What follows belongs to an exercise in optimizing a design on an open flow for small area, a short achievable clock period and few clock cycles per item; a production flow would make more cautious choices.
Only simulation tests tie the RTL to the original design; equivalence was not proved.

Design symhash, start of the top module:
module symhash (
    input  wire         clk,
    input  wire         rst,
    input  wire         in_valid,
    output wire         in_ready,
    input  wire [1:0]   in_kind,       
    input  wire [127:0] in_src_addr,   
    input  wire [127:0] in_dst_addr,
    input  wire [15:0]  in_src_port,
    input  wire [15:0]  in_dst_port,
    input  wire         in_l4,         
    input  wire         in_frag,       
    input  wire [7:0]   in_proto,
    input  wire [15:0]  in_etype,
    input  wire [11:0]  in_vid,
    input  wire [63:0]  in_udf,        
    input  wire [4:0]   in_cfg,        
    input  wire [31:0]  in_seed,       
    output wire         out_valid,
    input  wire         out_ready,
    output wire [31:0]  out_hash
);
Size: roughly 0.058 mm2 of cells after synthesis.
==> flow/config.mk <==
export PLATFORM = sky130hd
export DESIGN_NAME = symhash
export DESIGN_NICKNAME = symhash
export VERILOG_FILES = /design/flow/design.v
export SDC_FILE = /design/flow/constraint.sdc
export NUM_CORES = 4
export LEC_CHECK = 0
export CAP_MARGIN = 40
export CORE_MARGIN = 2
export CORE_UTILIZATION = 35
export PLACE_DENSITY = 0.5
export SETUP_SLACK_MARGIN = 1.5
export SLEW_MARGIN = 40
==> flow/constraint.sdc <==
create_clock -name core_clock -period 8.0 [get_ports {clk}]
set_input_delay 1.6000 -clock core_clock [delete_from_list [all_inputs] [get_ports {clk}]]
set_output_delay 1.6000 -clock core_clock [all_outputs]
set_load 0.01 [all_outputs]
standard.sh (not shown) runs the stock make flow with config.mk's settings and CLKGATE_MAP_FILE= SYNTH_SCRIPT=/design/flow/synth_recipe.tcl, a recipe that flattens the netlist after the stock synthesis.
==> flow/flow/run.sh <==
#!/bin/bash
# Own layout flow: the standard flow with two changes.
#  - After the standard synthesis, each 3-input XOR/XNOR cell is rewritten as
#    two 2-input cells (flow/split3.py), which take less area; registers and
#    every other cell stay as synthesis made them.
#  - The port buffers are buf_2 cells instead of ORFS's default choice.
# Each step's output goes to a log file of its own in this folder.
set -euo pipefail
export BUFFER_PORTS_ARGS="-buffer_cell sky130_fd_sc_hd__buf_2"
R=orfs/results/sky130hd/symhash/base
bash standard.sh synth > synth.log 2>&1
python3 flow/split3.py $R/1_2_yosys.v $R/1_2_yosys_split.v > split3.log 2>&1
mv $R/1_2_yosys_split.v $R/1_2_yosys.v
rm -f $R/1_synth.odb $R/1_synth.sdc
bash standard.sh > layout.log 2>&1
==> flow/flow/split3.py <==
#!/usr/bin/env python3
"""Rewrite a gate-level netlist: each 3-input XOR/XNOR cell becomes two 2-input
cells (xor2 then xor2/xnor2), which together take less area than the 3-input cell.
usage: split3.py in.v out.v"""
import re, sys
src = open(sys.argv[1]).read()
pat = re.compile(r'^(\s*)sky130_fd_sc_hd__(xnor3|xor3)_(\d+)\s+(\S+)\s*\(\s*'
                 r'\.A\(([^()]*)\),\s*\.B\(([^()]*)\),\s*\.C\(([^()]*)\),\s*\.X\(([^()]*)\)\s*\);',
                 re.M)
wires = []
count = 0
def rep(m):
    global count
    ind, kind, _drv, name, a, b, c, x = m.groups()
    count += 1
    w = f"split3_n{count}"
    wires.append(w)
    second = "xnor2_1" if kind == "xnor3" else "xor2_1"
    outpin = "Y" if kind == "xnor3" else "X"
    return (f"{ind}sky130_fd_sc_hd__xor2_1 split3_a{count} (.A({a.strip()}), .B({b.strip()}), .X({w}));\n"
            f"{ind}sky130_fd_sc_hd__{second} split3_b{count} (.A({w}), .B({c.strip()}), .{outpin}({x.strip()}));")
out = pat.sub(rep, src)
# declare the new wires after the module header
decl = "".join(f"  wire {w};\n" for w in wires)
out = re.sub(r'(module\s+\w+\s*\([^;]*\);\n)', lambda m: m.group(1) + decl, out, count=1)
open(sys.argv[2], "w").write(out)
print(f"split3: {count} cells split", file=sys.stderr)
Testbench counts at the start, summed over its fixed seeds: cycles 2,408, items 2,400.
==> next run, changes <==
==> flow/flow/run.sh (replaced) <==
#!/bin/bash
# Own layout flow: the standard flow, with the port buffers made from
# buf_2 cells instead of ORFS's default choice. Each step's output is logged.
set -euo pipefail
export BUFFER_PORTS_ARGS="-buffer_cell sky130_fd_sc_hd__buf_2"
bash standard.sh synth > synth.log 2>&1
bash standard.sh > layout.log 2>&1
CAP_MARGIN = 20   (was 40)
CORE_UTILIZATION = 40   (was 35)
PLACE_DENSITY = 0.55   (was 0.5)
SLEW_MARGIN = 20   (was 40)
removed: flow/flow/split3.py
The changed run completed and failed the layout checks on capacitance limit, slew limit.
Worst setup slack improved by 0.15 ns.
Routed wire length came out lower by about 0.33%.
Hold slack improved by 0.012 ns.
Fmax came out higher by about 2.1%.
Cell area came out lower by 0.55%.
==> next run, changes <==
==> flow/flow/run.sh (replaced) <==
#!/bin/bash
# Own layout flow: the standard flow with two changes.
#  - After the standard synthesis, each 3-input XOR/XNOR cell is rewritten as
#    two 2-input cells (flow/split3.py), which take less area; registers and
#    every other cell stay as synthesis made them.
#  - The port buffers are buf_2 cells instead of ORFS's default choice.
# Each step's output goes to a log file of its own in this folder.
set -euo pipefail
export BUFFER_PORTS_ARGS="-buffer_cell sky130_fd_sc_hd__buf_2"
R=orfs/results/sky130hd/symhash/base
bash standard.sh synth > synth.log 2>&1
python3 flow/split3.py $R/1_2_yosys.v $R/1_2_yosys_split.v > split3.log 2>&1
mv $R/1_2_yosys_split.v $R/1_2_yosys.v
rm -f $R/1_synth.odb $R/1_synth.sdc
bash standard.sh > layout.log 2>&1
==> flow/flow/split3.py (new file) <==
#!/usr/bin/env python3
"""Rewrite a gate-level netlist: each 3-input XOR/XNOR cell becomes two 2-input
cells (xor2 then xor2/xnor2), which together take less area than the 3-input cell.
usage: split3.py in.v out.v"""
import re, sys
src = open(sys.argv[1]).read()
pat = re.compile(r'^(\s*)sky130_fd_sc_hd__(xnor3|xor3)_(\d+)\s+(\S+)\s*\(\s*'
                 r'\.A\(([^()]*)\),\s*\.B\(([^()]*)\),\s*\.C\(([^()]*)\),\s*\.X\(([^()]*)\)\s*\);',
                 re.M)
wires = []
count = 0
def rep(m):
    global count
    ind, kind, _drv, name, a, b, c, x = m.groups()
    count += 1
    w = f"split3_n{count}"
    wires.append(w)
    second = "xnor2_1" if kind == "xnor3" else "xor2_1"
    outpin = "Y" if kind == "xnor3" else "X"
    return (f"{ind}sky130_fd_sc_hd__xor2_1 split3_a{count} (.A({a.strip()}), .B({b.strip()}), .X({w}));\n"
            f"{ind}sky130_fd_sc_hd__{second} split3_b{count} (.A({w}), .B({c.strip()}), .{outpin}({x.strip()}));")
out = pat.sub(rep, src)
# declare the new wires after the module header
decl = "".join(f"  wire {w};\n" for w in wires)
out = re.sub(r'(module\s+\w+\s*\([^;]*\);\n)', lambda m: m.group(1) + decl, out, count=1)
open(sys.argv[2], "w").write(out)
print(f"split3: {count} cells split", file=sys.stderr)
CAP_MARGIN = 50   (was 20)
CORE_UTILIZATION = 32   (was 40)
PLACE_DENSITY = 0.48   (was 0.55)
SETUP_SLACK_MARGIN = 2.5   (was 1.5)
SLEW_MARGIN = 50   (was 20)
Effect:
- With this change the flow completed with no timing, DRC or antenna violations
- cell area grows by 14%
- maximum frequency grows by 19%
==> next run, changes <==
CAP_MARGIN = 40   (was 50)
CORE_UTILIZATION = 40   (was 32)
PLACE_DENSITY = 0.55   (was 0.48)
SETUP_SLACK_MARGIN = 1.5   (was 2.5)
SLEW_MARGIN = 40   (was 50)
Result: The changed run died in 5_1_grt; synthesized area stays the same; synthesized cell count does not change.
==> next run, changes <==
CAP_MARGIN = 50   (was 40)
CORE_UTILIZATION = 32   (was 40)
PLACE_DENSITY = 0.48   (was 0.55)
SETUP_SLACK_MARGIN = 2.0   (was 1.5)
SLEW_MARGIN = 50   (was 40)
Outcome: With this change the flow passed the timing, design-rule and antenna checks. Synthesized area stays the same. Synthesized cell count stays the same.
==> next run, changes <==
==> flow/flow/run.sh (replaced) <==
#!/bin/bash
# Own layout flow: the standard flow, with the port buffers made from
# buf_2 cells instead of ORFS's default choice. Each step's output is logged.
set -euo pipefail
export BUFFER_PORTS_ARGS="-buffer_cell sky130_fd_sc_hd__buf_2"
bash standard.sh synth > synth.log 2>&1
bash standard.sh > layout.log 2>&1
CAP_MARGIN = 20   (was 50)
CORE_UTILIZATION = 38   (was 32)
GPL_TIMING_DRIVEN = 0   (was not set)
PLACE_DENSITY = 0.6   (was 0.48)
SETUP_SLACK_MARGIN = 1.5   (was 2.0)
SLEW_MARGIN = 20   (was 50)
removed: flow/flow/split3.py
Outcome: The new run stopped in 5_1_grt; synthesized area rises by 1.8%; synthesized cell count falls by 2.7%.

afterwards: timing with drivers on the ports:
The results above use ideal ports. As a check the final layouts listed here were re-extracted and re-timed, cells and wires unchanged.
Step 1 sets driving cells, clkbuf_16 on the clock port and buf_2 on the other inputs (assumed; they add their load-dependent delay and slew).
Step 2 times the ports against the registers' clock, not the clock port: input delays grow and output delays shrink by t, the midpoint of the rising clock arrivals with the driver on.
Three values: ideal, step 1, step 2; two values: the first two.
run | t (ns) | slack for setup (ns) | worst setup path at the end | clock arrival spread, ns | worst slew at a driven data input, ns
the first run | 0.501 | 0.935 / 0.931 / 0.430 | input to register | 0.017 / 0.018 | 0.21
the second run | 0.502 | 1.082 / 1.081 / 0.578 | input to register | 0.025 / 0.025 | 0.14
the third run | 0.502 | 2.169 / 1.987 / 1.485 | input to register | 0.018 / 0.017 | 0.38
the fifth run | 0.502 | 1.539 / 1.542 / 1.039 | input to register | 0.019 / 0.019 | 0.22
The setup slack of the third run, which loses most, moves by -0.182 ns with the drivers and by -0.684 ns with both steps.
